Context: an optimization exercise on an open-source flow, tuned for small area and a short achievable clock period. The choices shown serve that exercise and are no tape-out recipe. RTL that was checked went through simulation tests only; none was proved equivalent to the original. Power and IR drop assume default switching activity.

==> module red_combine, before the edit <==
module red_combine (
    input  wire        clk,
    input  wire        rst,
    input  wire        in_valid,
    input  wire [31:0] in_a,
    input  wire [31:0] in_b,
    input  wire [1:0]  in_op,
    input  wire [1:0]  in_rmode,
    input  wire [15:0] in_rand,
    output reg         out_valid,
    output reg  [31:0] out_res
);
    wire a_e0   = ~|in_a[30:23];
    wire b_e0   = ~|in_b[30:23];
    wire a_emax = &in_a[30:23];
    wire b_emax = &in_b[30:23];
    wire a_mz   = ~|in_a[22:0];
    wire b_mz   = ~|in_b[22:0];
    wire a_nan  = a_emax & ~a_mz;
    wire b_nan  = b_emax & ~b_mz;
    wire a_inf  = a_emax & a_mz;
    wire b_inf  = b_emax & b_mz;
    wire sa = in_a[31];
    wire sb = in_b[31];
    wire is_mm  = in_op[0] ^ in_op[1];
    wire is_max = in_op[1];
    wire zero_small = ~is_mm & (a_inf | b_inf);
    wire e_lt;                                      
    gt_t #(8) u_ge (.a(in_b[30:23]), .b(in_a[30:23]), .gt(e_lt));
    wire m_gt;                                      
    gt_t #(23) u_gm (.a(in_b[22:0]), .b(in_a[22:0]), .gt(m_gt));
    wire e_eq = (in_a[30:23] == in_b[30:23]);
    wire pick_a_mm = b_nan | (~a_nan & (sa ^ is_max ^ (e_lt & ~(sa ^ sb))));
    wire sel_b = is_mm ? ~pick_a_mm : e_lt;
    wire [6:0] r_ab = {1'b0, in_a[28:23]} - {1'b0, in_b[28:23]};
    wire [6:0] r_ba = {1'b0, in_b[28:23]} - {1'b0, in_a[28:23]};
    wire [5:0] d_ab = a_e0 ? 6'd0 : b_e0 ? in_a[28:23] - 6'd1 : r_ab[5:0];
    wire [5:0] d_ba = b_e0 ? 6'd0 : a_e0 ? in_b[28:23] - 6'd1 : r_ba[5:0];
    wire [1:0] ha = in_a[30:29];
    wire [1:0] hb = in_b[30:29];
    wire ge_ab = ~a_e0 & (b_e0 ? (ha[1] | (ha[0] & |in_a[28:23]))
                                : ((ha == hb + 2'd1) & ~r_ab[6]) | ({1'b0, ha} >= {1'b0, hb} + 3'd2));
    wire ge_ba = ~b_e0 & (a_e0 ? (hb[1] | (hb[0] & |in_b[28:23]))
                                : ((hb == ha + 2'd1) & ~r_ba[6]) | ({1'b0, hb} >= {1'b0, ha} + 3'd2));
    reg        v1;
    reg [31:0] a1, b1;
    reg        sel1;
    reg [5:0]  sh;
    reg        big, sub, zs1, zsm1, nan1, rtz1, stoc1, mgt, mmflip, mm1;
    reg [15:0] rnd1;
    always @(posedge clk) begin
        v1    <= ~rst & in_valid;
        a1    <= in_a;
        b1    <= in_b;
        sel1  <= sel_b;
        sh    <= is_mm ? 6'd0 : e_lt ? d_ba : d_ab;
        big   <= ~is_mm & (e_lt ? ge_ba : ge_ab);
        sub   <= (sa ^ sb) & ~is_mm;
        zs1   <= is_mm | a_inf | b_inf;
        zsm1  <= zero_small;
        mgt   <= e_eq & m_gt;
        mmflip <= ~a_nan & ~b_nan & ~(sa ^ sb);
        mm1   <= is_mm;
        nan1  <= is_mm ? (a_nan & b_nan) : (a_nan | b_nan | (a_inf & b_inf & (sa ^ sb)));
        rtz1  <= (in_rmode == 2'd1);
        stoc1 <= (in_rmode == 2'd2);
        rnd1  <= in_rand;
    end
    wire [31:0] bg1  = sel1 ? b1 : a1;
    wire [22:0] sm_m = sel1 ? a1[22:0] : b1[22:0];
    wire        sm_h = sel1 ? |a1[30:23] : |b1[30:23];
    wire        s_sm = sel1 ? a1[31] : b1[31];
    wire [23:0] m_sm = zsm1 ? 24'd0 : {sm_h, sm_m};
    wire        bg_e0 = ~|bg1[30:23];
    wire [7:0]  e_big = {bg1[30:24], bg1[23] | bg_e0};
    wire [23:0] m_big = {~bg_e0, bg1[22:0]};
    wire [41:0] y;
    s1_align u_align(.m_sm(m_sm), .sh({big, 1'b0, sh}), .y(y));
    wire [42:0] r1;
    reg any_lo;
    integer k;
    always @(*) begin
        any_lo = 1'b0;
        for (k = 0; k < 24; k = k + 1)
            if (m_sm[k] && (big || sh > k)) any_lo = 1'b1;
    end
    wire swap_mm = mm1 & mgt & mmflip;
    s1_add u_add(.m_big(m_big & {24{~swap_mm}}), .y(y), .en_y(~mm1 | swap_mm),
                 .inv_big(sub & mgt), .inv_y(sub & ~mgt), .no_lo(~any_lo), .r1(r1));
    reg        v2;
    reg [42:0] r;
    reg [7:0]  eb2;
    reg        sg2, nan2, sub2, inf2, rtz2, stoc2;
    reg [15:0] rnd2;
    always @(posedge clk) begin
        v2    <= ~rst & v1;
        r     <= r1;
        eb2   <= e_big;
        sg2   <= (mgt & ~mm1) ? s_sm : bg1[31];
        nan2  <= nan1;
        sub2  <= sub;
        rtz2  <= rtz1;
        stoc2 <= stoc1;
        inf2  <= zs1 | ~rtz1;
        rnd2  <= rnd1;
    end
    wire [23:0] n; wire [15:0] d; wire st; wire [4:0] lz;
    s2_norm u_norm(.r(r), .eb2(eb2), .n(n), .d(d), .st(st), .lz(lz));
    wire [31:0] result;
    s2_round u_round(.r(r), .eb2(eb2), .n(n), .d(d), .st(st), .lz(lz), .rnd2(rnd2), .stoc2(stoc2), .rtz2(rtz2), .inf2(inf2), .nan2(nan2), .sg2(sg2), .sub2(sub2), .result(result));
    always @(posedge clk) begin
        out_valid <= ~rst & v2;
        out_res   <= result;
    end
endmodule
Settings: LEC_CHECK=0, ABC_AREA=1, CAP_MARGIN=20, CORE_MARGIN=2, CORE_UTILIZATION=60, CTS_BUF_LIST=sky130_fd_sc_hd__clkbuf_16, CTS_CLUSTER_DIAMETER=100, CTS_CLUSTER_SIZE=30, SLEW_MARGIN=20; clock period 32.0 ns.
standard.sh (not shown) runs the stock make flow with config.mk's settings and CLKGATE_MAP_FILE= SYNTH_SCRIPT=/design/flow/synth_recipe.tcl, a recipe that flattens the netlist after the stock synthesis.
==> flow/flow/run.sh <==
#!/bin/bash
# The standard ORFS layout (standard.sh, standard synthesis unchanged) with two changes
# to how the layout is made; the clock, its period and the constraints stay the design's:
#  - repair_timing is asked for extra setup slack (flow/setup_margin, in ns), so that it
#    sizes and buffers the logic for a shorter period than the constraint's;
#  - port buffers (every input and output still gets one) use flow/port_buffer.
set -euo pipefail
MARGIN=$(cat flow/setup_margin)
PBUF=$(cat flow/port_buffer)
sed "s|CLKGATE_MAP_FILE= |CLKGATE_MAP_FILE= SETUP_SLACK_MARGIN=$MARGIN 'BUFFER_PORTS_ARGS=-buffer_cell $PBUF' |" \
    standard.sh > standard_tuned.sh
bash standard_tuned.sh > flow_make.log 2>&1
==> flow/flow/port_buffer <==
sky130_fd_sc_hd__buf_1
==> flow/flow/setup_margin <==
24.2
Rerun with:
--- a/flow/design.v
+++ b/flow/design.v
@@ -33,16 +33,12 @@
     wire pick_a_mm = b_nan | (~a_nan & (sa ^ is_max ^ (e_lt & ~(sa ^ sb))));
     wire sel_b = is_mm ? ~pick_a_mm : e_lt;
     wire [6:0] r_ab = {1'b0, in_a[28:23]} - {1'b0, in_b[28:23]};
     wire [6:0] r_ba = {1'b0, in_b[28:23]} - {1'b0, in_a[28:23]};
-    wire [5:0] d_ab = a_e0 ? 6'd0 : b_e0 ? in_a[28:23] - 6'd1 : r_ab[5:0];
-    wire [5:0] d_ba = b_e0 ? 6'd0 : a_e0 ? in_b[28:23] - 6'd1 : r_ba[5:0];
     wire [1:0] ha = in_a[30:29];
     wire [1:0] hb = in_b[30:29];
-    wire ge_ab = ~a_e0 & (b_e0 ? (ha[1] | (ha[0] & |in_a[28:23]))
-                                : ((ha == hb + 2'd1) & ~r_ab[6]) | ({1'b0, ha} >= {1'b0, hb} + 3'd2));
-    wire ge_ba = ~b_e0 & (a_e0 ? (hb[1] | (hb[0] & |in_b[28:23]))
-                                : ((hb == ha + 2'd1) & ~r_ba[6]) | ({1'b0, hb} >= {1'b0, ha} + 3'd2));
+    wire ge_ab = ((ha == hb + 2'd1) & ~r_ab[6]) | ({1'b0, ha} >= {1'b0, hb} + 3'd2);
+    wire ge_ba = ((hb == ha + 2'd1) & ~r_ba[6]) | ({1'b0, hb} >= {1'b0, ha} + 3'd2);
     reg        v1;
     reg [31:0] a1, b1;
     reg        sel1;
     reg [5:0]  sh;
@@ -52,9 +48,9 @@
         v1    <= ~rst & in_valid;
         a1    <= in_a;
         b1    <= in_b;
         sel1  <= sel_b;
-        sh    <= is_mm ? 6'd0 : e_lt ? d_ba : d_ab;
+        sh    <= is_mm ? 6'd0 : e_lt ? r_ba[5:0] : r_ab[5:0];
         big   <= ~is_mm & (e_lt ? ge_ba : ge_ab);
         sub   <= (sa ^ sb) & ~is_mm;
         zs1   <= is_mm | a_inf | b_inf;
         zsm1  <= zero_small;
@@ -67,12 +63,15 @@
         rnd1  <= in_rand;
     end
     wire [31:0] bg1  = sel1 ? b1 : a1;
     wire [22:0] sm_m = sel1 ? a1[22:0] : b1[22:0];
-    wire        sm_h = sel1 ? |a1[30:23] : |b1[30:23];
+    wire        a1_e0 = ~|a1[30:23];
+    wire        b1_e0 = ~|b1[30:23];
+    wire        sm_e0 = sel1 ? a1_e0 : b1_e0;
+    wire        bg_e0 = sel1 ? b1_e0 : a1_e0;
+    wire        fix1 = sm_e0 & ~bg_e0;
     wire        s_sm = sel1 ? a1[31] : b1[31];
-    wire [23:0] m_sm = zsm1 ? 24'd0 : {sm_h, sm_m};
-    wire        bg_e0 = ~|bg1[30:23];
+    wire [23:0] m_sm = zsm1 ? 24'd0 : fix1 ? {sm_m, 1'b0} : {~sm_e0, sm_m};
     wire [7:0]  e_big = {bg1[30:24], bg1[23] | bg_e0};
     wire [23:0] m_big = {~bg_e0, bg1[22:0]};
     wire [41:0] y;
     s1_align u_align(.m_sm(m_sm), .sh({big, 1'b0, sh}), .y(y));
Result:
- The new run passed the timing, DRC and antenna checks
- worst setup slack loses 0.059 ns
- die area drops slightly
- final cell count hardly moves
- via count climbs slightly
- total power climbs by a few percent
- core utilization climbs by 0.42 points
- cell area climbs slightly
- synthesized area drops slightly
- synthesized cell count is about the same
- non-clock buffer count climbs by 7
- global-route usage hardly moves
- first-iteration DRC count drops by a few percent
- sequential share of layout area hardly moves
Only the layout flow was run in the second run of this note; the RTL was not checked for function there.

what the ideal ports hide:
The flow's constraints put no driver on any port. The routed layouts listed below were extracted and timed again, unchanged, in two steps.
Step 1: set_driving_cell puts a clkbuf_16 on clk and a buf_2 on each other input, an assumption about the parent block.
Step 2 moves the port delays by t, midway between the first and last clock arrival at a register: inputs arrive t later, outputs are due t later. That takes back most of the time a late clock gives input paths.
Slacks: ideal ports / drivers / drivers and shift; pairs: ideal ports / drivers.
run | shift t [ns] | setup slack, ns | worst setup path after step 2
the first run | 0.538 | 24.288 / 24.314 / 23.776 | input to register
the second run | 0.530 | 24.229 / 24.232 / 23.702 | input to register
After both steps setup and hold are still met in every run listed. The setup slack of the second run, which loses most, moves by +0.003 ns with the drivers and by -0.527 ns with both steps.
